From an optimization exercise on the open Yosys and OpenROAD flow, aimed at small area, a short achievable clock period and few clock cycles; shortcuts taken in it are not production practice. Function was checked by simulation only, so behaviour that the tests miss may differ from the original. Power figures rest on the tool's default switching activity, not on a simulated workload.

==> design.v <==
module light_dec (
    input  wire [23:0] stored,
    output reg  [17:0] data,
    output reg  [2:0]  status
);
    localparam [2:0] ST_OK     = 3'd0;   
    localparam [2:0] ST_CHECK  = 3'd1;   
    localparam [2:0] ST_DATA   = 3'd2;   
    localparam [2:0] ST_POISON = 3'd3;   
    localparam [2:0] ST_UNCORR = 3'd4;   
    localparam [17:0] M0 = 18'h003FF;
    localparam [17:0] M1 = 18'h0FC0F;
    localparam [17:0] M2 = 18'h31C71;
    localparam [17:0] M3 = 18'h36592;
    localparam [17:0] M4 = 18'h1AAA4;
    localparam [17:0] M5 = 18'h2D348;
    wire [17:0] d = stored[17:0];
    wire [5:0]  recomputed = {^(d & M5), ^(d & M4), ^(d & M3),
                              ^(d & M2), ^(d & M1), ^(d & M0)};
    wire [5:0]  syn = stored[23:18] ^ recomputed;
    function [5:0] column(input integer bit_i);
        column = {M5[bit_i], M4[bit_i], M3[bit_i], M2[bit_i], M1[bit_i], M0[bit_i]};
    endfunction
    integer i;
    reg     hit;
    always @(*) begin
        data   = d;
        status = ST_UNCORR;
        hit    = 1'b0;
        if (syn == 6'd0) begin
            status = ST_OK;
        end else if (syn == 6'b000011) begin
            status = ST_POISON;
        end else if (syn == 6'b000001 || syn == 6'b000010 || syn == 6'b000100 ||
                     syn == 6'b001000 || syn == 6'b010000 || syn == 6'b100000) begin
            status = ST_CHECK;
        end else begin
            for (i = 0; i < 18; i = i + 1) begin
                if (syn == column(i)) begin
                    data[i] = ~d[i];
                    hit     = 1'b1;
                end
            end
            if (hit)
                status = ST_DATA;
        end
    end
endmodule
module page_codec (
    input  wire         clk,
    input  wire         rst,         
    input  wire         in_valid,
    output wire         in_ready,
    input  wire [23:0]  in_word,
    output reg          w_valid,
    output reg  [17:0]  w_data,
    output reg  [2:0]   w_status,
    output reg          pg_done,
    output wire [287:0] pg_check,    
    output wire [287:0] pg_syn,      
    output wire         pg_nz,       
    output wire [7:0]   pg_uncorr    
);
    localparam NCHK = 32;
    function [8:0] gf_mul(input [8:0] a, input [8:0] b);
        integer k;
        reg [8:0] acc, sh;
        begin
            acc = 9'd0;
            sh  = a;
            for (k = 0; k < 9; k = k + 1) begin
                if (b[k])
                    acc = acc ^ sh;
                sh = {sh[7:0], 1'b0} ^ (sh[8] ? 9'h011 : 9'h000);
            end
            gf_mul = acc;
        end
    endfunction
    function [8:0] gen_coef(input integer i);
        case (i)
             1: gen_coef = 9'h197;  2: gen_coef = 9'h02D;  3: gen_coef = 9'h008;  4: gen_coef = 9'h186;
             5: gen_coef = 9'h0DB;  6: gen_coef = 9'h1B0;  7: gen_coef = 9'h085;  8: gen_coef = 9'h143;
             9: gen_coef = 9'h19E; 10: gen_coef = 9'h1E8; 11: gen_coef = 9'h067; 12: gen_coef = 9'h0A8;
            13: gen_coef = 9'h03D; 14: gen_coef = 9'h1BD; 15: gen_coef = 9'h063; 16: gen_coef = 9'h193;
            17: gen_coef = 9'h0BA; 18: gen_coef = 9'h01C; 19: gen_coef = 9'h130; 20: gen_coef = 9'h1C9;
            21: gen_coef = 9'h1C6; 22: gen_coef = 9'h146; 23: gen_coef = 9'h09A; 24: gen_coef = 9'h036;
            25: gen_coef = 9'h1C4; 26: gen_coef = 9'h0DF; 27: gen_coef = 9'h179; 28: gen_coef = 9'h0A7;
            29: gen_coef = 9'h05E; 30: gen_coef = 9'h04B; 31: gen_coef = 9'h0BC; 32: gen_coef = 9'h04E;
            default: gen_coef = 9'h000;
        endcase
    endfunction
    function [8:0] alpha_pow(input integer j);
        integer k;
        reg [8:0] a;
        begin
            a = 9'h001;
            for (k = 0; k < j; k = k + 1)
                a = {a[7:0], 1'b0} ^ (a[8] ? 9'h011 : 9'h000);
            alpha_pow = a;
        end
    endfunction
    assign in_ready = 1'b1;
    reg  [23:0] in_r;
    reg         in_v;
    reg  [7:0]  in_idx;                    
    always @(posedge clk) begin
        in_r <= in_word;
        if (rst) begin
            in_v   <= 1'b0;
            in_idx <= 8'd0;
        end else begin
            in_v <= in_valid;
            if (in_v)
                in_idx <= (in_idx == 8'd239) ? 8'd0 : in_idx + 8'd1;
        end
    end
    wire [17:0] dec_data;
    wire [2:0]  dec_status;
    light_dec u_dec (.stored(in_r), .data(dec_data), .status(dec_status));
    reg first_word, last_word, data_word;   
    reg chk_first;                          
    reg fb_rem;                             
    reg [8:0] fb_pre_lo;                    
    reg [8:0] fb_pre;                       
    always @(posedge clk) begin
        w_data     <= dec_data;
        w_status   <= dec_status;
        fb_pre_lo  <= (in_idx < 8'd224) ? dec_data[8:0] : 9'd0;
        fb_pre     <= (in_idx < 8'd224) ? (dec_data[17:9] ^ gf_mul(dec_data[8:0], gen_coef(1))) : 9'd0;
        fb_rem     <= (in_idx != 8'd0) && (in_idx < 8'd224);
        chk_first  <= (in_idx == 8'd224);
        first_word <= (in_idx == 8'd0);
        last_word  <= (in_idx == 8'd239);
        data_word  <= (in_idx < 8'd224);
        if (rst)
            w_valid <= 1'b0;
        else
            w_valid <= in_v;
    end
    wire       accept = w_valid;
    wire [8:0] sym_lo = w_data[8:0];       
    wire [8:0] sym_hi = w_data[17:9];      
    reg  [8:0] rem     [0:NCHK-1];
    reg  [8:0] rem0g;                       
    reg  [8:0] fbq_lo, fbq_hi;              
    wire [8:0] rem_nxt [0:NCHK-1];
    wire [8:0] rem_full [2:NCHK+1];         
    wire [8:0] fb_lo = fb_pre_lo ^ (fb_rem ? rem[0] : 9'd0);
    wire [8:0] fb_hi = fb_pre    ^ (fb_rem ? (rem[1] ^ rem0g) : 9'd0);
    genvar gi;
    generate
        for (gi = 2; gi < NCHK; gi = gi + 1) begin : g_full
            if (gi < NCHK - 1) begin : g_two
                assign rem_full[gi] = rem[gi] ^ gf_mul(fbq_lo, gen_coef(gi + 2)) ^
                                                gf_mul(fbq_hi, gen_coef(gi + 1));
            end else begin : g_one
                assign rem_full[gi] = rem[gi] ^ gf_mul(fbq_hi, gen_coef(gi + 1));
            end
        end
        assign rem_full[NCHK]     = 9'd0;
        assign rem_full[NCHK + 1] = 9'd0;
        wire [8:0] full2 = first_word ? 9'd0 : rem_full[2];
        wire [8:0] full3 = first_word ? 9'd0 : rem_full[3];
        assign rem_nxt[0] = full2 ^ gf_mul(fb_lo, gen_coef(2)) ^ gf_mul(fb_hi, gen_coef(1));
        assign rem_nxt[1] = full3 ^ gf_mul(fb_lo, gen_coef(3)) ^ gf_mul(fb_hi, gen_coef(2));
        wire [8:0] rem0g_nxt = gf_mul(full2, gen_coef(1)) ^
                               gf_mul(fb_lo, gf_mul(gen_coef(2), gen_coef(1))) ^
                               gf_mul(fb_hi, gf_mul(gen_coef(1), gen_coef(1)));
        for (gi = 2; gi < NCHK; gi = gi + 1) begin : g_lag
            if (gi < NCHK - 2) begin : g_shift
                assign rem_nxt[gi] = first_word ? 9'd0 : rem_full[gi + 2];
            end else begin : g_wrap
                assign rem_nxt[gi] = data_word ? 9'd0 : rem[gi - (NCHK - 2)];
            end
        end
        always @(posedge clk) begin
            if (accept) begin
                rem0g  <= rem0g_nxt;
                fbq_lo <= fb_lo;
                fbq_hi <= fb_hi;
            end
        end
        for (gi = 0; gi < NCHK; gi = gi + 1) begin : g_enc
            always @(posedge clk) begin
                if (accept)
                    rem[gi] <= rem_nxt[gi];
            end
        end
        for (gi = 0; gi < NCHK / 2; gi = gi + 1) begin : g_chk_out
            assign pg_check[18*gi +: 18] = {rem[2*gi + 1], rem[2*gi]};
        end
    endgenerate
    reg  nz_acc;
    wire chk_diff = |{rem[1] ^ sym_hi, rem[0] ^ sym_lo};
    always @(posedge clk) begin
        if (accept && !data_word)
            nz_acc <= (chk_first ? 1'b0 : nz_acc) | chk_diff;
    end
    assign pg_nz = nz_acc;
    reg  [8:0] syn [0:NCHK-1];
    generate
        for (gi = 0; gi < NCHK; gi = gi + 1) begin : g_syn
            wire [8:0] s_mul = first_word ? 9'd0 : gf_mul(syn[gi], alpha_pow(2 * gi));
            wire [8:0] s_nxt = s_mul ^ gf_mul(sym_lo, alpha_pow(gi)) ^ sym_hi;
            always @(posedge clk) begin
                if (accept)
                    syn[gi] <= s_nxt;
            end
            assign pg_syn[9*gi +: 9] = syn[gi];
        end
    endgenerate
    reg  [7:0] uncorr_cnt;
    wire       is_uncorr = (w_status == 3'd4);
    always @(posedge clk) begin
        if (accept) begin
            uncorr_cnt <= (first_word ? 8'd0 : uncorr_cnt) + {7'd0, is_uncorr};
        end
        if (rst)
            pg_done <= 1'b0;
        else
            pg_done <= accept && last_word;
    end
    assign pg_uncorr = uncorr_cnt;
endmodule
==> flow/run.sh <==
#!/bin/bash
# Standard ORFS layout, with every port buffered by a small, fast buffer
# (sky130_fd_sc_hd__buf_1) instead of the resizer's default choice, and a
# clock tree with fewer levels.
set -euo pipefail
export BUFFER_PORTS_ARGS="-buffer_cell sky130_fd_sc_hd__buf_1"
export SETUP_SLACK_MARGIN=6.3
export CTS_ARGS="-sink_clustering_enable -repair_clock_nets -sink_clustering_size 20 -sink_clustering_max_diameter 100"
bash standard.sh > standard_flow.log 2>&1
==> standard.sh <==
#!/bin/bash
# synth_recipe.tcl (not shown) runs the flow's synth.tcl, then flattens the netlist and writes it again
# the make line also repeats each setting of config.mk as NAME=value (left out here)
make -C /OpenROAD-flow-scripts/flow DESIGN_CONFIG=/design/flow/config.mk WORK_HOME=/design/flow/orfs CLKGATE_MAP_FILE= SYNTH_SCRIPT=/design/flow/synth_recipe.tcl "${@:-finish}"
==> config.mk <==
export PLATFORM = sky130hd
export DESIGN_NAME = page_codec
export DESIGN_NICKNAME = page_codec
export VERILOG_FILES = /design/flow/design.v
export SDC_FILE = /design/flow/constraint.sdc
export NUM_CORES = 4
export LEC_CHECK = 0
export ABC_CLOCK_PERIOD_IN_PS = 3000
export CAP_MARGIN = 20
export CORE_MARGIN = 2
export CORE_UTILIZATION = 40
export PLACE_DENSITY = 0.85
export SLEW_MARGIN = 20
==> constraint.sdc <==
create_clock -name core_clock -period 10.0 [get_ports {clk}]
set_input_delay 2.0000 -clock core_clock [delete_from_list [all_inputs] [get_ports {clk}]]
set_output_delay 2.0000 -clock core_clock [all_outputs]
set_load 0.01 [all_outputs]
==> results of run 1 <==
layout by cell type, fill, tap and decap left out, types with 5 or more instances in the layout:
cell type                   synthesis  final
sky130_fd_sc_hd__buf_4              2    134
sky130_fd_sc_hd__inv_6              0      5
sky130_fd_sc_hd__dfxtp_1           79     66
sky130_fd_sc_hd__clkbuf_1         103      7
sky130_fd_sc_hd__nand3_1            8      8
sky130_fd_sc_hd__xnor3_1           18     18
sky130_fd_sc_hd__xnor2_2           18     37
sky130_fd_sc_hd__nor2b_1           57     57
sky130_fd_sc_hd__and3_1             6      6
sky130_fd_sc_hd__dfxtp_2            0     11
sky130_fd_sc_hd__xnor2_4            1      9
sky130_fd_sc_hd__clkbuf_16          0     44
sky130_fd_sc_hd__nor3_1            21     21
sky130_fd_sc_hd__nand2_1           29     29
sky130_fd_sc_hd__xor2_1           645    630
sky130_fd_sc_hd__buf_1             39    633
sky130_fd_sc_hd__xnor2_1         1862   1835
sky130_fd_sc_hd__edfxtp_1         612    612
sky130_fd_sc_hd__inv_1             32     32
sky130_fd_sc_hd__nor2_1           558    557
sky130_fd_sc_hd__nand4_1            7      7
sky130_fd_sc_hd__xor2_2             6     17
sky130_fd_sc_hd__nand2b_1          14     14
layer usage:
| metal | vias up | part of all wire [%] | GRT usage, % |
|---|---|---|---|
| li1 | 14500 | - | - |
| met1 | 16800 | 39 | 39.1 |
| met2 | 2332 | 43 | 44.9 |
| met3 | 501 | 12 | 7.48 |
| met4 | 4 | 6.8 | 16.8 |
| met5 | - | 0.014 | 0 |
per-stage QoR:
stage                     hold slack, ns  utilization [%]
after floorplan                    0.437                -
after global placement             0.448             44.5
after detailed placement           0.470             44.5
after CTS                          0.484             45.8
after global routing               0.514             45.9
final                              0.495             45.9
repair_timing:
action,CTS,global route
setup endpoints to repair,83,6
pin swaps,1,1
cloned,0,0
setup buffers,14,5
resized for setup,12,7
hold buffers,0,0
final cells by class:
| type | count | area, µm² | share of cell area (%) |
|---|---|---|---|
| Multi-Input combinational cell | 3302 | 26600 | 49.8 |
| Clock buffer | 51 | 1130 | 2.11 |
| Timing Repair Buffer | 776 | 3530 | 6.61 |
| Clock inverter | 14 | 150 | 0.281 |
| Tap cell | 1524 | 1910 | 3.57 |
| Sequential cell | 691 | 20000 | 37.4 |
| Inverter | 32 | 120 | 0.225 |
| Antenna cell | 1 | 2.50 | 0.00469 |
state kept, by name (all words and copies together) (netlist names), 3 cells and up:
register / count
uncorr_cnt: 8
syn: 288
fb_pre: 9
w_data: 18
fbq_lo: 9
w_status: 3
in_idx: 8
fb_pre_lo: 9
fbq_hi: 9
rem0g: 9
rem: 288
in_r: 24
worst max-delay path by stage:
stage	start	to	slack, ns	depth (start not counted)
after floorplan	w_valid$_SDFF_PP0_	w_valid	3.65	0
after global placement	fbq_hi[6]$_DFFE_PP_	rem[11][0]$_SDFFCE_PP0P_	5.52	8
after detailed placement	fbq_hi[6]$_DFFE_PP_	rem[2][4]$_SDFFCE_PP0P_	5.78	8
after CTS	fbq_hi[7]$_DFFE_PP_	rem0g[4]$_DFFE_PP_	6.32	11
after global routing	fbq_lo[2]$_DFFE_PP_	rem0g[4]$_DFFE_PP_	6.22	10
final	fbq_hi[5]$_DFFE_PP_	rem[26][2]$_SDFFCE_PP0P_	6.26	7
kinds of logic after synthesis:
group           count (synthesis)  share of synthesized area [%]
flops                         691                           42.6
simple gates                  719                           6.42
compound gates                 21                          0.312
buf+inv                       203                           1.71
xor+xnor                     2553                           48.8
other cells                     1                        0.00800
fa+ha+maj                       4                          0.107
mux                             4                         0.0881
critical path: cells and delay by family, from the launching register on:
kind / cells / cell delay (ns)
XOR/XNOR: 5 / 2.38
flip-flops: 1 / 0.68
buffers and inverters: 1 / 0.36
AND/OR/NAND/NOR: 1 / 0.05
power by group:
group	internal [W]	switching [W]	total [W]
sequential	0.00400	0.000458	0.00446
clock	0.000830	0.00111	0.00194
combinational	0.00429	0.00553	0.00982
total	0.00912	0.00710	0.0162
==> metrics.md, run 1 <==
| Metric | Value |
|---|---|
| Clock-pin slew of the registers on the worst-case setup and hold paths | 0.09 ns |
| Overall track demand over capacity in global routing | between 20% and 30% |
| RSZ-0062 raised after global routing | true |
| Final Slew Violations | 0 |
| Period Utilization, post-route | 37.4% |
| Number of antenna violations at the first check in global routing | 5 |
| PortBufs | between 600 and 700 |
| Number of enable-type register cells in the synthesized netlist | around 600 |
| Clock root buffer master | sky130_fd_sc_hd__clkbuf_16 |
| Detail-routed net length per standard cell | between 20 and 30 µm |
| Final setup margin | 6.26 ns |
| Hold-critical path endpoint | first_word$_DFF_P_ |
| Synthesized instance count | 4,196 |
| Result of the run | no timing/DRC/antenna violations |
| Avg Inst Size Synth | 11.2 µm² |
| Worst IR Drop VDD | 0.202 mV |
| Area of the core | roughly 120,000 µm² |
| Sort of element at the end of the critical path | flip-flop |
| DRC violation count after routing | 0 |
| Global placer's final weighted congestion | 1.04 |
| Most common cell in the synthesized netlist | sky130_fd_sc_hd__xnor2_1 |
| Area leader, netlist | sky130_fd_sc_hd__edfxtp_1 |
| Number of rows created at floorplan | approximately 130 |
| Final Hold Viols | 0 |
| Vias after detailed routing | 34.2k |
| TritonCTS clock tree | yes |
| Clock sink total | 691 |
| Number of different library cells in the post-synthesis netlist | 47 |
| DP Cell Count | 6,306 |
| Delay of the slowest cell on the worst path | between 0.7 and 0.8 ns |
| Hold Path Stages | 1 |
| Fraction of registers with async set/reset | 0% |
| Worst reg2reg setup slack | 6.26 ns |
| Crit Reg-Reg Endpoint | rem[26][2]$_SDFFCE_PP0P_ |
| Final Instance Count excl. Fillers | 6,391 |
| Max_slew headroom | 17.3% |
| Post-layout min period | 3.74 ns |
| Layout Area Growth over Synthesis | 13.9% |
| Reported leakage power | 17.1 nW |
| Netlist area before placement | approximately 47,000 µm² |
| Startpoint kind of the worst setup timing path | flip-flop |
| Worst clock skew | 0.0359 ns |
| Share of layout cells above drive strength 1 | 6.10% |
| Vertical die dimension | 346 µm |
| Highest net fanout along the worst path | 12 |
| Max Freq | 0.268 GHz |
| Critical-path top delay cell | sky130_fd_sc_hd__xnor2_2 |
| Total nets after synthesis | between 4k and 5k |
| Number of nets in the layout | about 4.9k |
| Minimum setup slack after placement | 5.78 ns |
| Grt ovf | 0 |
| Number of max-capacitance violations reported | 0 |
| Least-Margin Pin Slew | 1.24 ns |
| First-pass GRT wire length | between 200,000 and 300,000 µm |
| TritonCTS Buffers | 44 |
| FILL cells | about 11k |
| Post-synth top cells | 1,862 x sky130_fd_sc_hd__xnor2_1, 645 x sky130_fd_sc_hd__xor2_1, 612 x sky130_fd_sc_hd__edfxtp_1, 558 x sky130_fd_sc_hd__nor2_1, 103 x sky130_fd_sc_hd__clkbuf_1 |
| Top-Level Pins | between 600 and 700 |
| Largest net degree at the start of global routing | approximately 160 |
| Cell depth of the worst flop-to-flop path | 7 |
| Min-delay src | in_idx[7]$_SDFFE_PP0P_ |
| Tot Pwr | 0.0162 W |
| Area of the die | 120,000 µm² |
| Kind of critical path | reg2reg |
| Max H-tree Level | 2 |
| Worst reg2reg startpoint | fbq_hi[5]$_DFFE_PP_ |
| Area of all placed cells without fillers | between 50,000 and 60,000 µm² |
| Critical Path RT | 10.39 ns |
| Type of the worst min-delay path | reg2reg |
| Starting density of the core | 40.3% |
| Final Routed Wirelength | roughly 190,000 µm |
| Placement-stage cell area | roughly 52,000 µm² |
| Synth warnings | 4 |
| Setup violators final | 0 |
| Setup TNS after final layout | 0 ns |
| Latest clock arrival within the worst-skew pair | 0.66 ns |
| Dominant cells by area after synthesis | sky130_fd_sc_hd__edfxtp_1 39%, sky130_fd_sc_hd__xnor2_1 35%, sky130_fd_sc_hd__xor2_1 12%, sky130_fd_sc_hd__nor2_1 4.5%, sky130_fd_sc_hd__dfxtp_1 3.4% |
| DR pass1 iterations | 8 |
| Arrival time of data at the critical path endpoint | 4.13 ns |
| Hpwl dp | 138,000 µm |
| Buffers from clock root to sink, at most | 3 |
| Horizontal die dimension | 346 µm |
| Residual antenna-violating net count after detailed routing | 0 |
| Proportion of synthesized chip area in sequential cells | between 40% and 50% |
| Initial DRC Count | roughly 4.3k |
| Via-to-Cell Ratio | 5.35 |
| Power per standard cell area | 304 nW/µm² |
| Area share of the leading cell type in the synthesized netlist | 39.2% |
| Dominant register cell in the synthesized netlist | sky130_fd_sc_hd__edfxtp_1 |
| Vias in the first global route | approximately 33k |
| Flip-flop and latch count after synthesis | 691 |
| Cell-by-cell listing of the critical path | buf_4 > xnor2_2 > xor2_1 > xnor2_1 > xnor2_1 > xor2_1 > nor2_1 |
Testbench counts, summed over its fixed seeds: cycles 30,744.
==> run 2: changes to the inputs <==
--- a/flow/run.sh
+++ b/flow/run.sh
@@ -4,6 +4,6 @@
 # clock tree with fewer levels.
 set -euo pipefail
 export BUFFER_PORTS_ARGS="-buffer_cell sky130_fd_sc_hd__buf_1"
-export SETUP_SLACK_MARGIN=6.3
+export SETUP_SLACK_MARGIN=6.5
 export CTS_ARGS="-sink_clustering_enable -repair_clock_nets -sink_clustering_size 20 -sink_clustering_max_diameter 100"
 bash standard.sh > standard_flow.log 2>&1
--- a/config.mk
+++ b/config.mk
@@ -9,5 +9,5 @@
 export CAP_MARGIN = 20
 export CORE_MARGIN = 2
 export CORE_UTILIZATION = 40
-export PLACE_DENSITY = 0.85
+export PLACE_DENSITY = 0.92
 export SLEW_MARGIN = 20
==> metrics.md, run 2 <==
| Metric | Value |
|---|---|
| Share of layout cells above drive strength 1 | 8.16% (was 6.10%) |
| Worst clock skew | 0.0624 ns (was 0.0359 ns) |
| Most common library cell in the layout ignoring fill and taps | sky130_fd_sc_hd__xnor2_1 (unchanged) |
| Worst IR Drop VDD | 0.214 mV (was 0.202 mV) |
| Tot Pwr | 0.0166 W (was 0.0162 W) |
| Cell-by-cell listing of the critical path | buf_4 > xor2_4 > buf_4 > xnor2_2 > xor2_1 > xnor2_1 > xnor2_1 > nor2_1 (was buf_4 > xnor2_2 > xor2_1 > xnor2_1 > xnor2_1 > xor2_1 > nor2_1) |
| Residual antenna-violating net count after detailed routing | 0 (unchanged) |
| Synthesized instance count | 4,196 (unchanged) |
| Switching share of power | 44.0% (was 43.8%) |
| TritonCTS Buffers | 46 (was 44) |
| Hpwl dp | 142,000 µm (was 138,000 µm) |
| Least-Margin Pin Slew | 1.27 ns (was 1.24 ns) |
| Initial DRC Count | 4,674 (was 4,348) |
| Final setup margin | 6.45 ns (was 6.26 ns) |
| Avg Inst Size Synth | 11.2 µm² (unchanged) |
| Vias in the first global route | 33.5k (was 32.8k) |
| Dominant register cell in the synthesized netlist | sky130_fd_sc_hd__edfxtp_1 (unchanged) |
| Arrival time of data at the critical path endpoint | 3.95 ns (was 4.13 ns) |
| Result of the run | no timing/DRC/antenna violations (unchanged) |
| Max Freq | 0.282 GHz (was 0.268 GHz) |
| Area share of the leading cell type in the synthesized netlist | 39.2% (unchanged) |
| Netlist area before placement | 46,900 µm² (unchanged) |
| Post-layout min period | 3.55 ns (was 3.74 ns) |
| Proportion of synthesized chip area in sequential cells | 42.6% (unchanged) |
| Max_slew headroom | 15.4% (was 17.3%) |
| Power per standard cell area | 305 nW/µm² (was 304 nW/µm²) |
| Synth warnings | 4 (unchanged) |
| Area leader, netlist | sky130_fd_sc_hd__edfxtp_1 (unchanged) |
| Number of antenna violations at the first check in global routing | 5 (unchanged) |
| First-pass GRT wire length | 264,000 µm (was 254,000 µm) |
| Layout Area Growth over Synthesis | 16.0% (was 13.9%) |
| Sequential share of power | 26.5% (was 27.5%) |
| Minimum setup slack after placement | 5.69 ns (was 5.78 ns) |
| Vias after detailed routing | 34.8k (was 34.2k) |
| Number of different library cells in the post-synthesis netlist | 47 (unchanged) |
| Number of enable-type register cells in the synthesized netlist | 612 (unchanged) |
| CP top delay family | XOR/XNOR gates (unchanged) |
| Registers with the highest flip-flop counts | rem: 288 flops, syn: 288 flops, in_r: 24 flops (unchanged) |
| Clock sink total | 691 (unchanged) |
| Latest clock arrival within the worst-skew pair | 0.69 ns (was 0.66 ns) |
| Final Slew Violations | 0 (unchanged) |
| Critical Path RT | 10.40 ns (was 10.39 ns) |
| Vertical die dimension | 346 µm (unchanged) |
| Sort of element at the end of the critical path | flip-flop (unchanged) |
| Commonest cells after routing, fill and taps aside | 1,836 x sky130_fd_sc_hd__xnor2_1, 627 x sky130_fd_sc_hd__xor2_1, 612 x sky130_fd_sc_hd__edfxtp_1 (was 1,835 x sky130_fd_sc_hd__xnor2_1, 633 x sky130_fd_sc_hd__buf_1, 630 x sky130_fd_sc_hd__xor2_1) |
| TritonCTS clock tree | yes (unchanged) |
| Setup TNS after final layout | 0 ns (unchanged) |
| Max H-tree Level | 2 (unchanged) |
| Hold WS | 0.471 ns (was 0.495 ns) |
| Critical-path top delay cell | sky130_fd_sc_hd__xnor2_2 (unchanged) |
| Final Hold Viols | 0 (unchanged) |
| Clock root buffer master | sky130_fd_sc_hd__clkbuf_16 (unchanged) |
| Final Routed Wirelength | 193,000 µm (was 186,000 µm) |
| Largest net degree at the start of global routing | 211 (was 158) |
| Dominant cells by area after synthesis | sky130_fd_sc_hd__edfxtp_1 39%, sky130_fd_sc_hd__xnor2_1 35%, sky130_fd_sc_hd__xor2_1 12%, sky130_fd_sc_hd__nor2_1 4.5%, sky130_fd_sc_hd__dfxtp_1 3.4% (unchanged) |
| Sw power | 0.00731 W (was 0.00710 W) |
| Clk pwr share | 12.2% (was 12.0%) |
| Buffers from clock root to sink, at most | 3 (unchanged) |
| DR pass1 iterations | 5 (was 8) |
| PortBufs | 634 (unchanged) |
| Detail-routed net length per standard cell | 29.9 µm (was 29.1 µm) |
| Number of hold-repair buffers added at the cts stage | 0 (unchanged) |
| Most common cell in the synthesized netlist | sky130_fd_sc_hd__xnor2_1 (unchanged) |
| FILL cells | 10.6k (was 10.7k) |
| Overall track demand over capacity in global routing | 31.2% (was 29.8%) |
| Horizontal die dimension | 346 µm (unchanged) |
| RSZ-0062 raised after global routing | true (unchanged) |
| Delay of the slowest cell on the worst path | 0.99 ns (was 0.78 ns) |
| Number of max-capacitance violations reported | 0 (unchanged) |
| Kind of critical path | reg2reg (unchanged) |
| Type of the worst min-delay path | reg2reg (unchanged) |
| Fraction of registers with async set/reset | 0% (unchanged) |
| Combined buffer and inverter count along the critical path | 2 (was 1) |
| Startpoint kind of the worst setup timing path | flip-flop (unchanged) |
| Grt ovf | 0 (unchanged) |
| DRC violation count after routing | 0 (unchanged) |
| Top-Level Pins | 636 (unchanged) |
| Period Utilization, post-route | 35.5% (was 37.4%) |
| Post-synth top cells | 1,862 x sky130_fd_sc_hd__xnor2_1, 645 x sky130_fd_sc_hd__xor2_1, 612 x sky130_fd_sc_hd__edfxtp_1, 558 x sky130_fd_sc_hd__nor2_1, 103 x sky130_fd_sc_hd__clkbuf_1 (unchanged) |
| Combinational group share of total power | 61.3% (was 60.6%) |
| Area of the die | 120,000 µm² (unchanged) |
| Number of rows created at floorplan | 125 (unchanged) |
| Starting density of the core | 40.3% (unchanged) |
| Area of the core | 116,000 µm² (unchanged) |
| Setup violators final | 0 (unchanged) |
| Total nets after synthesis | 4,227 (unchanged) |
| Clock-pin slew of the registers on the worst-case setup and hold paths | 0.09 ns (about the same) |
| Reported leakage power | 17.7 nW (was 17.1 nW) |
| Global placer's final weighted congestion | 1.07 (was 1.04) |
| Flip-flop and latch count after synthesis | 691 (unchanged) |
| Internal Power | 0.00929 W (was 0.00912 W) |
| Antenna diode count | 0 (was 1) |
| Highest net fanout along the worst path | 14 (was 12) |
| Number of nets in the layout | 4,948 (was 4,878) |
| Via-to-Cell Ratio | 5.38 (was 5.35) |
run 2: cell counts after synthesis:
Identical to the previous run, type by type.
run 2: worst paths after layout:
check	startpoint	slack, ns	cells past startpoint	end
max reg2reg	fbq_lo[8]$_DFFE_PP_	6.45	8	rem[25][6]$_SDFFCE_PP0P_
max	fbq_lo[8]$_DFFE_PP_	6.45	8	rem[25][6]$_SDFFCE_PP0P_
min reg2reg	last_word$_DFF_P_	0.47	1	pg_done$_SDFF_PP0_
min	last_word$_DFF_P_	0.47	1	pg_done$_SDFF_PP0_
run 2: logic make-up after synthesis:
kind of cell    count (synthesis)  synth area share [%]
simple gates                  719                  6.42
compound gates                 21                 0.312
xor+xnor                     2553                  48.8
flops                         691                  42.6
buf+inv                       203                  1.71
other cells                     1               0.00800
mux                             4                0.0881
fa+ha+maj                       4                 0.107
run 2: final cells by class:
cell class | count | area (µm²) | area share [%]
clock inverter | 17 | 216 | 0.398
sequential | 691 | 20000 | 36.8
timing repair buffer | 844 | 4310 | 7.92
inverter | 32 | 120 | 0.221
tap | 1524 | 1910 | 3.51
clock buffer | 51 | 1170 | 2.15
multi-input combinational | 3302 | 26600 | 49.0
run 2: through the flow:
step,instance area [µm²],util [%],std cells
2_1_floorplan,46900,-,4196
3_3_place_gp,51800,44.6,6317
3_5_place_dp,51800,44.6,6317
4_1_cts,54000,46.5,6432
5_1_grt,54400,46.8,6461
6_report,54400,46.8,6461
run 2: timing repair:
action	4_1_cts	5_1_grt
cloned	4	0
setup buffers	43	28
gates resized for setup	71	24
pin swaps	0	9
endpoints found under the setup margin	207	33
run 2: per-layer routing:
| metal | vias up | track usage, % | routed length (µm) |
|---|---|---|---|
| met1 | 17000 | 40.4 | 73500 |
| li1 | 14600 | - | - |
| met4 | 0 | 18.7 | 14100 |
| met2 | 2565 | 46.9 | 82500 |
| met5 | - | 0 | 0 |
| met3 | 547 | 7.87 | 23000 |
run 2: power groups by stage:
stage                     clock network (W)  logic [W]  registers (W)
after CTS                           0.00205    0.00995        0.00439
after floorplan                           0    0.00703        0.00444
after detailed placement                  0    0.00967        0.00453
after global routing                0.00213     0.0107        0.00443
final                               0.00203     0.0102        0.00440
after global placement                    0    0.00956        0.00452
==> run 3: changes to the inputs <==
--- a/config.mk
+++ b/config.mk
@@ -9,5 +9,6 @@
 export CAP_MARGIN = 20
 export CORE_MARGIN = 2
 export CORE_UTILIZATION = 40
-export PLACE_DENSITY = 0.92
+export GPL_ROUTABILITY_DRIVEN = 0
+export PLACE_DENSITY = 0.85
 export SLEW_MARGIN = 20
==> metrics.md, run 3 <==
| Metric | Value |
|---|---|
| Most common library cell in the layout ignoring fill and taps | sky130_fd_sc_hd__xnor2_1 (unchanged) |
| Netlist area before placement | 46,900 µm² (unchanged) |
| Cell depth of the worst flop-to-flop path | 8 (unchanged) |
| Minimum setup slack after placement | 6.17 ns (was 5.69 ns) |
| Min-delay src | in_idx[7]$_SDFFE_PP0P_ (was last_word$_DFF_P_) |
| Share of layout cells above drive strength 1 | 7.34% (was 8.16%) |
| Vias after detailed routing | 35.3k (was 34.8k) |
| RSZ-0062 raised after global routing | true (unchanged) |
| Total nets after synthesis | 4,227 (unchanged) |
| Max H-tree Level | 2 (unchanged) |
| Period Utilization, post-route | 36.0% (was 35.5%) |
| Sort of element at the end of the critical path | flip-flop (unchanged) |
| Top-Level Pins | 636 (unchanged) |
| Power per standard cell area | 305 nW/µm² (about the same) |
| Type of the worst min-delay path | reg2reg (unchanged) |
| Clk pwr share | 11.9% (was 12.2%) |
| Latest clock arrival within the worst-skew pair | 0.68 ns (was 0.69 ns) |
| Final Routed Wirelength | 183,000 µm (was 193,000 µm) |
| Synth warnings | 4 (unchanged) |
| Clock-pin slew of the registers on the worst-case setup and hold paths | 0.10 ns (was 0.09 ns) |
| Area of the core | 116,000 µm² (unchanged) |
| Initial DRC Count | 5,871 (was 4,674) |
| Residual antenna-violating net count after detailed routing | 0 (unchanged) |
| Kind of critical path | reg2reg (unchanged) |
| Registers with the highest flip-flop counts | rem: 288 flops, syn: 288 flops, in_r: 24 flops (unchanged) |
| Final Slew Violations | 0 (unchanged) |
| Vertical die dimension | 346 µm (unchanged) |
| Proportion of synthesized chip area in sequential cells | 42.6% (unchanged) |
| Area leader, netlist | sky130_fd_sc_hd__edfxtp_1 (unchanged) |
| Result of the run | no timing/DRC/antenna violations (unchanged) |
| Number of different library cells in the post-synthesis netlist | 47 (unchanged) |
| Flip-flop and latch count after synthesis | 691 (unchanged) |
| Combinational group share of total power | 61.0% (was 61.3%) |
| Worst reg2reg setup slack | 6.40 ns (was 6.45 ns) |
| Avg Inst Size Synth | 11.2 µm² (unchanged) |
| Sw power | 0.00717 W (was 0.00731 W) |
| Final Hold Viols | 0 (unchanged) |
| Layout Area Growth over Synthesis | 14.5% (was 16.0%) |
| Number of antenna violations at the first check in global routing | 6 (was 5) |
| Number of rows created at floorplan | 125 (unchanged) |
| Hold-critical path endpoint | first_word$_DFF_P_ (was pg_done$_SDFF_PP0_) |
| Worst clock skew | 0.0623 ns (was 0.0624 ns) |
| Number of max-capacitance violations reported | 0 (unchanged) |
| Area of all placed cells without fillers | 53,700 µm² (was 54,400 µm²) |
| Number of enable-type register cells in the synthesized netlist | 612 (unchanged) |
| Post-layout min period | 3.60 ns (was 3.55 ns) |
| Grt ovf | 0 (unchanged) |
| Reported leakage power | 17.3 nW (was 17.7 nW) |
| Placement-stage cell area | 51,600 µm² (was 51,800 µm²) |
| Clock root buffer master | sky130_fd_sc_hd__clkbuf_16 (unchanged) |
| TritonCTS Buffers | 43 (was 46) |
| TritonCTS clock tree | yes (unchanged) |
| Highest net fanout along the worst path | 10 (was 14) |
| Area share of the leading cell type in the synthesized netlist | 39.2% (unchanged) |
| Hold Path Stages | 1 (unchanged) |
| Setup TNS after final layout | 0 ns (unchanged) |
| Dominant register cell in the synthesized netlist | sky130_fd_sc_hd__edfxtp_1 (unchanged) |
| Switching share of power | 43.8% (was 44.0%) |
| Synthesized instance count | 4,196 (unchanged) |
| DR pass1 iterations | 7 (was 5) |
| Area of the die | 120,000 µm² (unchanged) |
| Largest net degree at the start of global routing | 165 (was 211) |
| Horizontal die dimension | 346 µm (unchanged) |
| Max Freq | 0.278 GHz (was 0.282 GHz) |
| Starting density of the core | 40.3% (unchanged) |
| Fraction of registers with async set/reset | 0% (unchanged) |
| Overall track demand over capacity in global routing | 29.2% (was 31.2%) |
| Critical Path RT | 10.38 ns (was 10.40 ns) |
| Via-to-Cell Ratio | 5.50 (was 5.38) |
| Internal Power | 0.00920 W (was 0.00929 W) |
| Final setup margin | 6.40 ns (was 6.45 ns) |
| Fin util | 46.2% (was 46.8%) |
| DRC violation count after routing | 0 (unchanged) |
| Buffers from clock root to sink, at most | 3 (unchanged) |
| Max_slew headroom | 17.4% (was 15.4%) |
| Setup violators final | 0 (unchanged) |
| Sequential share of power | 27.1% (was 26.5%) |
| Commonest cells after routing, fill and taps aside | 1,839 x sky130_fd_sc_hd__xnor2_1, 626 x sky130_fd_sc_hd__xor2_1, 612 x sky130_fd_sc_hd__edfxtp_1 (was 1,836 x sky130_fd_sc_hd__xnor2_1, 627 x sky130_fd_sc_hd__xor2_1, 612 x sky130_fd_sc_hd__edfxtp_1) |
| Post-synth top cells | 1,862 x sky130_fd_sc_hd__xnor2_1, 645 x sky130_fd_sc_hd__xor2_1, 612 x sky130_fd_sc_hd__edfxtp_1, 558 x sky130_fd_sc_hd__nor2_1, 103 x sky130_fd_sc_hd__clkbuf_1 (unchanged) |
| Worst IR Drop VDD | 0.292 mV (was 0.214 mV) |
| Crit Reg-Reg Endpoint | rem[13][8]$_SDFFCE_PP0P_ (was rem[25][6]$_SDFFCE_PP0P_) |
| Startpoint kind of the worst setup timing path | flip-flop (unchanged) |
| First-pass GRT wire length | 251,000 µm (was 264,000 µm) |
| Arrival time of data at the critical path endpoint | 3.98 ns (was 3.95 ns) |
| Hpwl dp | 133,000 µm (was 142,000 µm) |
| Detail-routed net length per standard cell | 28.4 µm (was 29.9 µm) |
| Number of nets in the layout | 4,903 (was 4,948) |
| Most common cell in the synthesized netlist | sky130_fd_sc_hd__xnor2_1 (unchanged) |
| Least-Margin Pin Slew | 1.24 ns (was 1.27 ns) |
| Vias in the first global route | 33.7k (was 33.5k) |
| Dominant cells by area after synthesis | sky130_fd_sc_hd__edfxtp_1 39%, sky130_fd_sc_hd__xnor2_1 35%, sky130_fd_sc_hd__xor2_1 12%, sky130_fd_sc_hd__nor2_1 4.5%, sky130_fd_sc_hd__dfxtp_1 3.4% (unchanged) |
| PortBufs | 634 (unchanged) |
| Worst reg2reg startpoint | fbq_lo[7]$_DFFE_PP_ (was fbq_lo[8]$_DFFE_PP_) |
| Clock sink total | 691 (unchanged) |
[run 3: cell count changes in the layout (fill, tap and decap cells not counted), sizes merged]
| cell | change |
|---|---|
| buf | -44 |
| clkbuf | +9 |
| clkinv | -5 |
| bufbuf | -4 |
| inv | -4 |
| diode | +3 |
| bufinv | +1 |
[run 3: metrics by stage]
step / std cells / power, W / hold slack [ns]
floorplan: 4196 / 0.0115 / 0.437
global placement: 6295 / 0.0138 / 0.448
detailed placement: 6295 / 0.0140 / 0.457
CTS: 6393 / 0.0160 / 0.483
global route: 6414 / 0.0169 / 0.509
finish: 6417 / 0.0164 / 0.490
[run 3: timing repair]
item                       CTS  global route
setup buffers               35            20
hold buffers                 0             0
pin swaps                    0             2
resized for setup           39            43
cloned                       0             0
setup endpoints to repair  127           113
[run 3: area by class of cell]
class / count / area [µm²]
Clock inverter: 9 / 128
Tap cell: 1524 / 1910
Sequential cell: 691 / 20000
Antenna cell: 3 / 7.51
Multi-Input combinational cell: 3302 / 26600
Timing Repair Buffer: 802 / 3790
Fill cell: 10400 / 62500
Clock buffer: 54 / 1160
Inverter: 32 / 120
[run 3: critical path: stages (launching register included)]
cell	delay, ns
sky130_fd_sc_hd__edfxtp_1	0.56
sky130_fd_sc_hd__buf_4	0.23
sky130_fd_sc_hd__xor2_1	0.16
sky130_fd_sc_hd__buf_4	0.25
sky130_fd_sc_hd__xnor2_1	0.89
sky130_fd_sc_hd__xor2_1	0.20
sky130_fd_sc_hd__xnor2_1	0.73
sky130_fd_sc_hd__xnor2_1	0.21
sky130_fd_sc_hd__nor2_1	0.06
[run 3: worst max path at each step]
stage	to	from	depth (start not counted)	slack (ns)
after global routing	pg_check[22]	rem[2][4]$_SDFFCE_PP0P_	1	6.50
after floorplan	w_valid	w_valid$_SDFF_PP0_	0	3.65
after global placement	rem0g[4]$_DFFE_PP_	fbq_lo[2]$_DFFE_PP_	9	6.27
after CTS	w_data[3]	w_data[3]$_DFF_P_	1	6.44
after detailed placement	rem0g[4]$_DFFE_PP_	fbq_lo[3]$_DFFE_PP_	9	6.17
final	rem[13][8]$_SDFFCE_PP0P_	fbq_lo[7]$_DFFE_PP_	8	6.40
[run 3: power by group through the flow]
stage	sequential, W	combinational [W]	clock [W]
3_3_place_gp	0.00454	0.00922	0
5_1_grt	0.00445	0.0104	0.00206
3_5_place_dp	0.00454	0.00943	0
4_1_cts	0.00442	0.00963	0.00197
6_report	0.00443	0.00999	0.00195
2_1_floorplan	0.00444	0.00703	0
[run 3: cells by family after synthesis]
logic type      Yosys count  synth area share [%]
xor+xnor               2553                  48.8
simple gates            719                  6.42
flops                   691                  42.6
buf+inv                 203                  1.71
compound gates           21                 0.312
fa+ha+maj                 4                 0.107
mux                       4                0.0881
other cells               1               0.00800
[run 3: metal layers]
| layer | up-vias | GRT usage, % | wire, µm |
|---|---|---|---|
| met5 | - | 0 | 70 |
| met3 | 836 | 11.4 | 27500 |
| met4 | 6 | 20.1 | 15800 |
| met2 | 2997 | 42.0 | 74700 |
| li1 | 14600 | - | - |
| met1 | 16900 | 35.8 | 64400 |
==> run 4: changes to the inputs <==
--- a/config.mk
+++ b/config.mk
@@ -9,6 +9,5 @@
 export CAP_MARGIN = 20
 export CORE_MARGIN = 2
 export CORE_UTILIZATION = 40
-export GPL_ROUTABILITY_DRIVEN = 0
 export PLACE_DENSITY = 0.85
 export SLEW_MARGIN = 20
==> metrics.md, run 4 <==
| Metric | Value |
|---|---|
| Highest net fanout along the worst path | 2 (was 10) |
| Residual antenna-violating net count after detailed routing | 0 (unchanged) |
| Clock root buffer master | sky130_fd_sc_hd__clkbuf_16 (unchanged) |
| Global placer's final weighted congestion | 1.04 |
| Post-layout min period | 3.49 ns (was 3.60 ns) |
| Largest net degree at the start of global routing | 158 (was 165) |
| Detail-routed net length per standard cell | 29.1 µm (was 28.4 µm) |
| Most common cell in the synthesized netlist | sky130_fd_sc_hd__xnor2_1 (unchanged) |
| Number of nets in the layout | 4,897 (was 4,903) |
| Combined buffer and inverter count along the critical path | 1 (was 2) |
| Setup violators final | 0 (unchanged) |
| Final Hold Viols | 0 (unchanged) |
| DRC violation count after routing | 0 (unchanged) |
| Layout Area Growth over Synthesis | 14.8% (was 14.5%) |
| Max H-tree Level | 2 (unchanged) |
| Number of antenna violations at the first check in global routing | 3 (was 6) |
| Switching share of power | 43.8% (about the same) |
| Area of the core | 116,000 µm² (unchanged) |
| Horizontal die dimension | 346 µm (unchanged) |
| Internal Power | 0.00918 W (was 0.00920 W) |
| Combinational group share of total power | 61.0% (about the same) |
| CP top delay family | flip-flops (was XOR/XNOR gates) |
| Synth warnings | 4 (unchanged) |
| Total length of routed met2 wires | 80,100 µm (was 74,700 µm) |
| Top-Level Pins | 636 (unchanged) |
| Total nets after synthesis | 4,227 (unchanged) |
| Starting density of the core | 40.3% (unchanged) |
| Number of different library cells in the post-synthesis netlist | 47 (unchanged) |
| Synthesized instance count | 4,196 (unchanged) |
| Reported leakage power | 17.4 nW (was 17.3 nW) |
| Buffers from clock root to sink, at most | 3 (unchanged) |
| Dominant cells by area after synthesis | sky130_fd_sc_hd__edfxtp_1 39%, sky130_fd_sc_hd__xnor2_1 35%, sky130_fd_sc_hd__xor2_1 12%, sky130_fd_sc_hd__nor2_1 4.5%, sky130_fd_sc_hd__dfxtp_1 3.4% (unchanged) |
| Dominant register cell in the synthesized netlist | sky130_fd_sc_hd__edfxtp_1 (unchanged) |
| Share of layout cells above drive strength 1 | 7.35% (was 7.34%) |
| Cell-by-cell listing of the critical path | buf_1 (was buf_4 > xor2_1 > buf_4 > xnor2_1 > xor2_1 > xnor2_1 > xnor2_1 > nor2_1) |
| First-pass GRT wire length | 255,000 µm (was 251,000 µm) |
| Vias in the first global route | 33.0k (was 33.7k) |
| Via-to-Cell Ratio | 5.32 (was 5.50) |
| Vias after detailed routing | 34.1k (was 35.3k) |
| TritonCTS clock tree | yes (unchanged) |
| RSZ-0062 raised after global routing | true (unchanged) |
| Critical Path RT | 8.00 ns (was 10.38 ns) |
| Max Freq | 0.286 GHz (was 0.278 GHz) |
| Area of the die | 120,000 µm² (unchanged) |
| Area share of the leading cell type in the synthesized netlist | 39.2% (unchanged) |
| Flip-flop and latch count after synthesis | 691 (unchanged) |
| Sort of element at the end of the critical path | output pin (was flip-flop) |
| Kind of critical path | reg2out (was reg2reg) |
| Most common library cell in the layout ignoring fill and taps | sky130_fd_sc_hd__xnor2_1 (unchanged) |
| Area leader, netlist | sky130_fd_sc_hd__edfxtp_1 (unchanged) |
| Worst clock skew | 0.0391 ns (was 0.0623 ns) |
| Max_slew headroom | 22.0% (was 17.4%) |
| Netlist area before placement | 46,900 µm² (unchanged) |
| Grt ovf | 0 (unchanged) |
| Uppermost layer routed | met5 (unchanged) |
| Overall track demand over capacity in global routing | 30.0% (was 29.2%) |
| Sequential share of power | 27.1% (about the same) |
| Latest clock arrival within the worst-skew pair | 0.66 ns (was 0.68 ns) |
| Clock-pin slew of the registers on the worst-case setup and hold paths | 0.09 ns (was 0.10 ns) |
| Proportion of synthesized chip area in sequential cells | 42.6% (unchanged) |
| FILL cells | 10.7k (was 10.4k) |
| Post-synth top cells | 1,862 x sky130_fd_sc_hd__xnor2_1, 645 x sky130_fd_sc_hd__xor2_1, 612 x sky130_fd_sc_hd__edfxtp_1, 558 x sky130_fd_sc_hd__nor2_1, 103 x sky130_fd_sc_hd__clkbuf_1 (unchanged) |
| Arrival time of data at the critical path endpoint | 1.49 ns (was 3.98 ns) |
| Result of the run | no timing/DRC/antenna violations (unchanged) |
| Critical-path top delay cell | sky130_fd_sc_hd__edfxtp_1 (was sky130_fd_sc_hd__xnor2_1) |
| TritonCTS Buffers | 44 (was 43) |
| PortBufs | 634 (unchanged) |
| Worst IR Drop VDD | 0.202 mV (was 0.292 mV) |
| Registers with the highest flip-flop counts | rem: 288 flops, syn: 288 flops, in_r: 24 flops (unchanged) |
| Power per standard cell area | 303 nW/µm² (was 305 nW/µm²) |
| Sw power | 0.00715 W (was 0.00717 W) |
| Final Slew Violations | 0 (unchanged) |
| Commonest cells after routing, fill and taps aside | 1,829 x sky130_fd_sc_hd__xnor2_1, 627 x sky130_fd_sc_hd__xor2_1, 612 x sky130_fd_sc_hd__edfxtp_1 (was 1,839 x sky130_fd_sc_hd__xnor2_1, 626 x sky130_fd_sc_hd__xor2_1, 612 x sky130_fd_sc_hd__edfxtp_1) |
| Number of max-capacitance violations reported | 0 (unchanged) |
| Setup TNS after final layout | 0 ns (unchanged) |
| DR pass1 iterations | 5 (was 7) |
| Number of enable-type register cells in the synthesized netlist | 612 (unchanged) |
| Initial DRC Count | 4,406 (was 5,871) |
| Clk pwr share | 11.9% (about the same) |
| Avg Inst Size Synth | 11.2 µm² (unchanged) |
| Fraction of registers with async set/reset | 0% (unchanged) |
| Period Utilization, post-route | 34.9% (was 36.0%) |
| Delay of the slowest cell on the worst path | 0.61 ns (was 0.89 ns) |
| Fin util | 46.3% (was 46.2%) |
| Final Routed Wirelength | 187,000 µm (was 183,000 µm) |
| Met3 wirelength from detailed routing | 22,400 µm (was 27,500 µm) |
| Type of the worst min-delay path | reg2reg (unchanged) |
| Vertical die dimension | 346 µm (unchanged) |
| Number of hold-repair buffers added at the cts stage | 0 (unchanged) |
| Clock sink total | 691 (unchanged) |
| Hpwl dp | 138,000 µm (was 133,000 µm) |
| Startpoint kind of the worst setup timing path | flip-flop (unchanged) |
| Metal-1 WL | 71,400 µm (was 64,400 µm) |
| Least-Margin Pin Slew | 1.16 ns (was 1.24 ns) |
| Number of rows created at floorplan | 125 (unchanged) |
-- run 4: metrics by stage --
step	instances	hold slack [ns]	cell area, µm²	power, W	worst slack [ns]
2_1_floorplan	4196	0.437	46900	0.0115	3.65
3_3_place_gp	6306	0.448	51700	0.0140	5.52
3_5_place_dp	6306	0.470	51800	0.0141	5.78
4_1_cts	6404	0.484	53600	0.0162	6.50
5_1_grt	6409	0.514	53800	0.0170	6.43
6_report	6410	0.504	53800	0.0163	6.51
-- run 4: timing repair --
action / 4_1_cts / 5_1_grt
setup endpoints to repair: 145 / 23
endpoints found under the hold margin: 0 / 0
gates resized for setup: 59 / 25
buffers inserted: 33 / 5
pin swaps: 3 / 2
-- run 4: cell type report --
class	instances	area, µm²	area share [%]
multi-input cells	3302	26800	49.7
flip-flops and latches	691	20000	37.2
clock inverters	14	150	0.279
repair buffers	795	3750	6.97
well taps	1524	1910	3.54
inverters	32	120	0.223
diodes	1	2.50	0.00465
clock buffers	51	1130	2.10
-- run 4: logic make-up after synthesis --
| logic type | Yosys count | synth area share (%) |
|---|---|---|
| muxes | 4 | 0.0881 |
| adders and majority gates | 4 | 0.107 |
| AOI/OAI and AO/OA | 21 | 0.312 |
| DFF | 691 | 42.6 |
| buffers and inverters | 203 | 1.71 |
| xor gates and xnor gates | 2553 | 48.8 |
| other | 1 | 0.00800 |
| and+or+nand+nor | 719 | 6.42 |
-- run 4: power by group through the flow --
stage	registers, W	logic [W]	clock network [W]
2_1_floorplan	0.00444	0.00703	0
3_3_place_gp	0.00452	0.00944	0
3_5_place_dp	0.00452	0.00958	0
4_1_cts	0.00442	0.00977	0.00197
5_1_grt	0.00445	0.0105	0.00205
6_report	0.00443	0.00996	0.00194
-- run 4: path summary, 6_finish.rpt --
check	startpoint	to	slack [ns]	cells after the start
worst min-delay path	in_idx[7]$_SDFFE_PP0P_	first_word$_DFF_P_	0.50	1
worst max register to register	fbq_hi[7]$_DFFE_PP_	rem0g[4]$_DFFE_PP_	6.54	11
worst max-delay path	rem[12][1]$_SDFFCE_PP0P_	pg_check[109]	6.51	1
worst min register to register	in_idx[7]$_SDFFE_PP0P_	first_word$_DFF_P_	0.50	1
-- run 4: routing by layer --
layer	track usage (%)	vias to the layer above
met3	7.39	492
met1	39.3	16700
met4	16.8	2
met2	45.1	2329
met5	0	-
li1	-	14600
==> run 5: changes to the inputs <==
--- a/config.mk
+++ b/config.mk
@@ -5,7 +5,7 @@
 export SDC_FILE = /design/flow/constraint.sdc
 export NUM_CORES = 4
 export LEC_CHECK = 0
-export ABC_CLOCK_PERIOD_IN_PS = 3000
+export ABC_CLOCK_PERIOD_IN_PS = 4500
 export CAP_MARGIN = 20
 export CORE_MARGIN = 2
 export CORE_UTILIZATION = 40
==> metrics.md, run 5 <==
| Metric | Value |
|---|---|
| Post-layout min period | 3.49 ns (unchanged) |
| Hpwl dp | 138,000 µm (unchanged) |
| Overall track demand over capacity in global routing | 30.0% (unchanged) |
| Horizontal die dimension | 346 µm (unchanged) |
| Setup violators final | 0 (unchanged) |
| RSZ-0062 raised after global routing | true (unchanged) |
| Global placer's final weighted congestion | 1.04 (unchanged) |
| Vias after detailed routing | 34.1k (unchanged) |
| Area of all placed cells without fillers | 53,800 µm² (unchanged) |
| Area of the core | 116,000 µm² (unchanged) |
| Uppermost layer routed | met5 (unchanged) |
| Number of hold-repair buffers added at the cts stage | 0 (unchanged) |
| Final Slew Violations | 0 (unchanged) |
| Number of antenna violations at the first check in global routing | 3 (unchanged) |
| TritonCTS clock tree | yes (unchanged) |
| Highest net fanout along the worst path | 2 (unchanged) |
| DRC violation count after routing | 0 (unchanged) |
| Buffers from clock root to sink, at most | 3 (unchanged) |
| Parity-gate share of the synthesized area counting xor and xnor cells | 48.8% (unchanged) |
| Most common library cell in the layout ignoring fill and taps | sky130_fd_sc_hd__xnor2_1 (unchanged) |
| Total length of routed met2 wires | 80,100 µm (unchanged) |
| Residual antenna-violating net count after detailed routing | 0 (unchanged) |
| Synth Area in Compound Gates | 0.312% (unchanged) |
| Largest family of logic cells by synthesized area | XOR/XNOR gates (unchanged) |
| Cell depth of the worst flop-to-flop path | 11 (unchanged) |
| Avg Inst Size Synth | 11.2 µm² (unchanged) |
| Minimum setup slack after placement | 5.78 ns (unchanged) |
| Worst reg2reg setup slack | 6.54 ns (about the same) |
| Proportion of synthesized chip area in sequential cells | 42.6% (unchanged) |
| Clock root buffer master | sky130_fd_sc_hd__clkbuf_16 (unchanged) |
| Largest net degree at the start of global routing | 158 (unchanged) |
| Multiplexer fraction of the synthesized cell area | 0.0881% (unchanged) |
| Share of layout cells above drive strength 1 | 7.35% (unchanged) |
| Delay of the slowest cell on the worst path | 0.61 ns (about the same) |
| Power per standard cell area | 303 nW/µm² (unchanged) |
| Crit Reg-Reg Endpoint | rem0g[4]$_DFFE_PP_ (unchanged) |
| Netlist area before placement | 46,900 µm² (unchanged) |
| Result of the run | no timing/DRC/antenna violations (unchanged) |
| Adder-cell share of the synthesized area | 0.107% (unchanged) |
| Grt ovf | 0 (unchanged) |
| Post-synth top cells | 1,862 x sky130_fd_sc_hd__xnor2_1, 645 x sky130_fd_sc_hd__xor2_1, 612 x sky130_fd_sc_hd__edfxtp_1, 558 x sky130_fd_sc_hd__nor2_1, 103 x sky130_fd_sc_hd__clkbuf_1 (unchanged) |
| Dominant register cell in the synthesized netlist | sky130_fd_sc_hd__edfxtp_1 (unchanged) |
| Hold Path Stages | 1 (unchanged) |
| First-pass GRT wire length | 255,000 µm (unchanged) |
| Worst IR Drop VDD | 0.202 mV (unchanged) |
| Final Instance Count excl. Fillers | 6,410 (unchanged) |
| Reported leakage power | 17.4 nW (unchanged) |
| Met3 wirelength from detailed routing | 22,400 µm (unchanged) |
| Max_slew headroom | 22.0% (unchanged) |
| Cell-by-cell listing of the critical path | buf_1 (unchanged) |
| Flip-flop and latch count after synthesis | 691 (unchanged) |
| Kind of critical path | reg2out (unchanged) |
| Area leader, netlist | sky130_fd_sc_hd__edfxtp_1 (unchanged) |
| Area of the die | 120,000 µm² (unchanged) |
| Hold WS | 0.504 ns (unchanged) |
| Final Hold Viols | 0 (unchanged) |
| Placement-stage cell area | 51,800 µm² (unchanged) |
| Setup TNS after final layout | 0 ns (unchanged) |
| Detail-routed net length per standard cell | 29.1 µm (unchanged) |
| DP Cell Count | 6,306 (unchanged) |
| Clock sink total | 691 (unchanged) |
| Commonest cells after routing, fill and taps aside | 1,829 x sky130_fd_sc_hd__xnor2_1, 627 x sky130_fd_sc_hd__xor2_1, 612 x sky130_fd_sc_hd__edfxtp_1 (unchanged) |
| Number of different library cells in the post-synthesis netlist | 47 (unchanged) |
| Min-delay src | in_idx[7]$_SDFFE_PP0P_ (unchanged) |
| PortBufs | 634 (unchanged) |
| Vias in the first global route | 33.0k (unchanged) |
| Max Freq | 0.286 GHz (unchanged) |
| Total nets after synthesis | 4,227 (unchanged) |
| Latest clock arrival within the worst-skew pair | 0.66 ns (about the same) |
| Registers with the highest flip-flop counts | rem: 288 flops, syn: 288 flops, in_r: 24 flops (unchanged) |
| Number of nets in the layout | 4,897 (unchanged) |
| Area share of the leading cell type in the synthesized netlist | 39.2% (unchanged) |
| Type of the worst min-delay path | reg2reg (unchanged) |
| Final setup margin | 6.51 ns (unchanged) |
| DR pass1 iterations | 5 (unchanged) |
| Critical Path RT | 8.00 ns (about the same) |
| Number of rows created at floorplan | 125 (unchanged) |
| Metal-1 WL | 71,400 µm (unchanged) |
| Period Utilization, post-route | 34.9% (unchanged) |
| Arrival time of data at the critical path endpoint | 1.49 ns (about the same) |
| Synth warnings | 4 (unchanged) |
| Max H-tree Level | 2 (unchanged) |
| CP top delay family | flip-flops (unchanged) |
| Area fraction in and, or, nand and nor cells after synthesis | 6.42% (unchanged) |
| Vertical die dimension | 346 µm (unchanged) |
| Most common cell in the synthesized netlist | sky130_fd_sc_hd__xnor2_1 (unchanged) |
| Synthesized instance count | 4,196 (unchanged) |
| Final Routed Wirelength | 187,000 µm (unchanged) |
| Number of enable-type register cells in the synthesized netlist | 612 (unchanged) |
| Dominant cells by area after synthesis | sky130_fd_sc_hd__edfxtp_1 39%, sky130_fd_sc_hd__xnor2_1 35%, sky130_fd_sc_hd__xor2_1 12%, sky130_fd_sc_hd__nor2_1 4.5%, sky130_fd_sc_hd__dfxtp_1 3.4% (unchanged) |
| Initial DRC Count | 4,406 (unchanged) |
| Least-Margin Pin Slew | 1.16 ns (unchanged) |
| Via-to-Cell Ratio | 5.32 (unchanged) |
| Starting density of the core | 40.3% (unchanged) |
| Worst reg2reg startpoint | fbq_hi[7]$_DFFE_PP_ (unchanged) |
| TritonCTS Buffers | 44 (unchanged) |
| Number of max-capacitance violations reported | 0 (unchanged) |
| Critical-path top delay cell | sky130_fd_sc_hd__edfxtp_1 (unchanged) |
| Hold-critical path endpoint | first_word$_DFF_P_ (unchanged) |
| Startpoint kind of the worst setup timing path | flip-flop (unchanged) |
| Clock-pin slew of the registers on the worst-case setup and hold paths | 0.09 ns (about the same) |
| Combined buffer and inverter count along the critical path | 1 (unchanged) |
| Worst clock skew | 0.0391 ns (unchanged) |
| Layout Area Growth over Synthesis | 14.8% (unchanged) |
| Sort of element at the end of the critical path | output pin (unchanged) |
| Top-Level Pins | 636 (unchanged) |
| Fraction of registers with async set/reset | 0% (unchanged) |
-- run 5: cell counts after synthesis --
Identical to the previous run, type by type.
-- run 5: power breakdown --
part	total, W	leakage (nW)	internal (W)	switching (W)
registers	0.00443	6.39	0.00400	0.000429
clock network	0.00194	0.628	0.000830	0.00111
logic	0.00996	10.3	0.00435	0.00561
-- run 5: layout make-up --
| cell class | count | area [µm²] |
|---|---|---|
| Antenna cell | 1 | 2.50 |
| Inverter | 32 | 120 |
| Multi-Input combinational cell | 3302 | 26800 |
| Clock buffer | 51 | 1130 |
| Tap cell | 1524 | 1910 |
| Sequential cell | 691 | 20000 |
| Timing Repair Buffer | 795 | 3750 |
| Clock inverter | 14 | 150 |
| Fill cell | 10700 | 62400 |
-- run 5: repair_timing --
action	in CTS	in global routing
resized for setup	59	25
gates cloned	0	0
pin swaps	3	2
buffers inserted	33	5
endpoints found under the setup margin	145	23
-- run 5: logic make-up (layout without fill, tap and decap cells) --
kind of cell,Yosys count,after routing
compound gates,21,21
xor+xnor,2553,2553
fa+ha+maj,4,4
buf+inv,203,892
flops,691,691
mux,4,4
other cells,1,2
simple gates,719,719
-- run 5: worst max path at each step --
stage               slack [ns]  depth (start not counted)                      from                       end
floorplan                 3.65                          0        w_valid$_SDFF_PP0_                   w_valid
global placement          5.52                          8       fbq_hi[6]$_DFFE_PP_  rem[11][0]$_SDFFCE_PP0P_
detailed placement        5.78                          8       fbq_hi[6]$_DFFE_PP_   rem[2][4]$_SDFFCE_PP0P_
CTS                       6.50                          9           in_r[4]$_DFF_P_      fb_pre[0]$_SDFF_PP0_
global route              6.43                         11       fbq_hi[7]$_DFFE_PP_        rem0g[4]$_DFFE_PP_
finish                    6.51                          1  rem[12][1]$_SDFFCE_PP0P_             pg_check[109]
-- run 5: per-layer routing --
layer | GRT usage, % | vias up
met4 | 16.8 | 2
li1 | - | 14600
met3 | 7.39 | 492
met2 | 45.1 | 2329
met1 | 39.3 | 16700
met5 | 0 | -
-- run 5: stage by stage --
| stage | utilization, % | total power [W] |
|---|---|---|
| finish | 46.3 | 0.0163 |
| global route | 46.3 | 0.0170 |
| CTS | 46.1 | 0.0162 |
| detailed placement | 44.5 | 0.0141 |
| global placement | 44.5 | 0.0140 |
| floorplan | - | 0.0115 |
==> run 6: changes to the inputs <==
--- a/config.mk
+++ b/config.mk
@@ -5,7 +5,7 @@
 export SDC_FILE = /design/flow/constraint.sdc
 export NUM_CORES = 4
 export LEC_CHECK = 0
-export ABC_CLOCK_PERIOD_IN_PS = 4500
+export ABC_CLOCK_PERIOD_IN_PS = 2000
 export CAP_MARGIN = 20
 export CORE_MARGIN = 2
 export CORE_UTILIZATION = 40
==> metrics.md, run 6 <==
| Metric | Value |
|---|---|
| PortBufs | 634 (unchanged) |
| Period Utilization, post-route | 34.9% (unchanged) |
| Synth Area in Compound Gates | 0.312% (unchanged) |
| Final Hold Viols | 0 (unchanged) |
| Fin util | 46.3% (unchanged) |
| Area fraction in and, or, nand and nor cells after synthesis | 6.42% (unchanged) |
| Number of hold-repair buffers added at the cts stage | 0 (unchanged) |
| Buffers from clock root to sink, at most | 3 (unchanged) |
| Crit Reg-Reg Endpoint | rem0g[4]$_DFFE_PP_ (unchanged) |
| Top-Level Pins | 636 (unchanged) |
| Worst reg2reg startpoint | fbq_hi[7]$_DFFE_PP_ (unchanged) |
| Startpoint kind of the worst setup timing path | flip-flop (unchanged) |
| DR pass1 iterations | 5 (unchanged) |
| Dominant cells by area after synthesis | sky130_fd_sc_hd__edfxtp_1 39%, sky130_fd_sc_hd__xnor2_1 35%, sky130_fd_sc_hd__xor2_1 12%, sky130_fd_sc_hd__nor2_1 4.5%, sky130_fd_sc_hd__dfxtp_1 3.4% (unchanged) |
| Clock sink total | 691 (unchanged) |
| Synth warnings | 4 (unchanged) |
| Post-synth top cells | 1,862 x sky130_fd_sc_hd__xnor2_1, 645 x sky130_fd_sc_hd__xor2_1, 612 x sky130_fd_sc_hd__edfxtp_1, 558 x sky130_fd_sc_hd__nor2_1, 103 x sky130_fd_sc_hd__clkbuf_1 (unchanged) |
| Reported leakage power | 17.4 nW (unchanged) |
| Power per standard cell area | 303 nW/µm² (unchanged) |
| Number of max-capacitance violations reported | 0 (unchanged) |
| Cell-by-cell listing of the critical path | buf_1 (unchanged) |
| Result of the run | no timing/DRC/antenna violations (unchanged) |
| Hold-critical path endpoint | first_word$_DFF_P_ (unchanged) |
| Via-to-Cell Ratio | 5.32 (unchanged) |
| Largest net degree at the start of global routing | 158 (unchanged) |
| Largest family of logic cells by synthesized area | XOR/XNOR gates (unchanged) |
| Kind of critical path | reg2out (unchanged) |
| Vias in the first global route | 33.0k (unchanged) |
| Final Routed Wirelength | 187,000 µm (unchanged) |
| Max H-tree Level | 2 (unchanged) |
| Highest net fanout along the worst path | 2 (unchanged) |
| Max Freq | 0.286 GHz (unchanged) |
| Clock-pin slew of the registers on the worst-case setup and hold paths | 0.09 ns (about the same) |
| Worst clock skew | 0.0391 ns (unchanged) |
| Starting density of the core | 40.3% (unchanged) |
| Parity-gate share of the synthesized area counting xor and xnor cells | 48.8% (unchanged) |
| CP top delay family | flip-flops (unchanged) |
| Min-delay src | in_idx[7]$_SDFFE_PP0P_ (unchanged) |
| Flip-flop and latch count after synthesis | 691 (unchanged) |
| Hpwl dp | 138,000 µm (unchanged) |
| RSZ-0062 raised after global routing | true (unchanged) |
| Final Slew Violations | 0 (unchanged) |
| Number of different library cells in the post-synthesis netlist | 47 (unchanged) |
| Startpoint of the most critical setup path | rem[12][1]$_SDFFCE_PP0P_ (unchanged) |
| Number of antenna violations at the first check in global routing | 3 (unchanged) |
| Commonest cells after routing, fill and taps aside | 1,829 x sky130_fd_sc_hd__xnor2_1, 627 x sky130_fd_sc_hd__xor2_1, 612 x sky130_fd_sc_hd__edfxtp_1 (unchanged) |
| Most common library cell in the layout ignoring fill and taps | sky130_fd_sc_hd__xnor2_1 (unchanged) |
| Setup violators final | 0 (unchanged) |
| Area of the die | 120,000 µm² (unchanged) |
| Total nets after synthesis | 4,227 (unchanged) |
| Horizontal die dimension | 346 µm (unchanged) |
| Combined buffer and inverter count along the critical path | 1 (unchanged) |
| FILL cells | 10.7k (unchanged) |
| Adder-cell share of the synthesized area | 0.107% (unchanged) |
| Residual antenna-violating net count after detailed routing | 0 (unchanged) |
| Detail-routed net length per standard cell | 29.1 µm (unchanged) |
| Critical Path RT | 8.00 ns (about the same) |
| Fraction of registers with async set/reset | 0% (unchanged) |
| Delay of the slowest cell on the worst path | 0.61 ns (about the same) |
| Critical-path top delay cell | sky130_fd_sc_hd__edfxtp_1 (unchanged) |
| Max_slew headroom | 22.0% (unchanged) |
| Latest clock arrival within the worst-skew pair | 0.66 ns (about the same) |
| Most common cell in the synthesized netlist | sky130_fd_sc_hd__xnor2_1 (unchanged) |
| Proportion of synthesized chip area in sequential cells | 42.6% (unchanged) |
| Grt ovf | 0 (unchanged) |
| Dominant register cell in the synthesized netlist | sky130_fd_sc_hd__edfxtp_1 (unchanged) |
| Layout Area Growth over Synthesis | 14.8% (unchanged) |
| Worst reg2reg setup slack | 6.54 ns (about the same) |
| Avg Inst Size Synth | 11.2 µm² (unchanged) |
| Vertical die dimension | 346 µm (unchanged) |
| DRC violation count after routing | 0 (unchanged) |
run 6: cells by family after synthesis:
logic type	count (synthesis)
compound gates	21
simple gates	719
mux	4
other cells	1
flops	691
fa+ha+maj	4
xor+xnor	2553
buf+inv	203
run 6: area by class of cell:
class | instances | area [µm²] | area share (%)
diodes | 1 | 2.50 | 0.00465
clock buffers | 51 | 1130 | 2.10
clock inverters | 14 | 150 | 0.279
inverters | 32 | 120 | 0.223
multi-input cells | 3302 | 26800 | 49.7
flip-flops and latches | 691 | 20000 | 37.2
well taps | 1524 | 1910 | 3.54
repair buffers | 795 | 3750 | 6.97
run 6: how the worst max path moves through the flow:
stage | end | slack, ns
2_1_floorplan | w_valid | 3.65
3_3_place_gp | rem[11][0]$_SDFFCE_PP0P_ | 5.52
3_5_place_dp | rem[2][4]$_SDFFCE_PP0P_ | 5.78
4_1_cts | fb_pre[0]$_SDFF_PP0_ | 6.50
5_1_grt | rem0g[4]$_DFFE_PP_ | 6.43
6_report | pg_check[109] | 6.51
run 6: layer usage:
metal	GRT usage, %	part of all wire, %	vias to the layer above
li1	-	-	14600
met5	0	0.0070	-
met2	45.1	43	2329
met4	16.8	6.8	2
met1	39.3	38	16700
met3	7.39	12	492
run 6: report_power, final:
group          switching (W)  leakage [nW]  internal [W]
clock                0.00111         0.628      0.000830
combinational        0.00561          10.3       0.00435
sequential          0.000429          6.39       0.00400
total                0.00715          17.4       0.00918
run 6: stage by stage:
stage               setup slack (ns)  instance area [µm²]  hold slack (ns)  power (W)  cells
floorplan                       3.65                46900            0.437     0.0115   4196
global placement                5.52                51700            0.448     0.0140   6306
detailed placement              5.78                51800            0.470     0.0141   6306
CTS                             6.50                53600            0.484     0.0162   6404
global route                    6.43                53800            0.514     0.0170   6409
finish                          6.51                53800            0.504     0.0163   6410
run 6: repair_timing:
| item | 4_1_cts | 5_1_grt |
|---|---|---|
| pin swaps | 3 | 2 |
| setup endpoints to repair | 145 | 23 |
| resized for setup | 59 | 25 |
| buffers inserted | 33 | 5 |
| hold endpoints to repair | 0 | 0 |

Check on run 6: ideal ports give 6.505 ns setup slack; a clkbuf_16 on the clock port and buf_2 on the inputs give 6.432 ns; moving port delays by the midpoint clock arrival (0.716 ns) as well gives 6.540 ns.
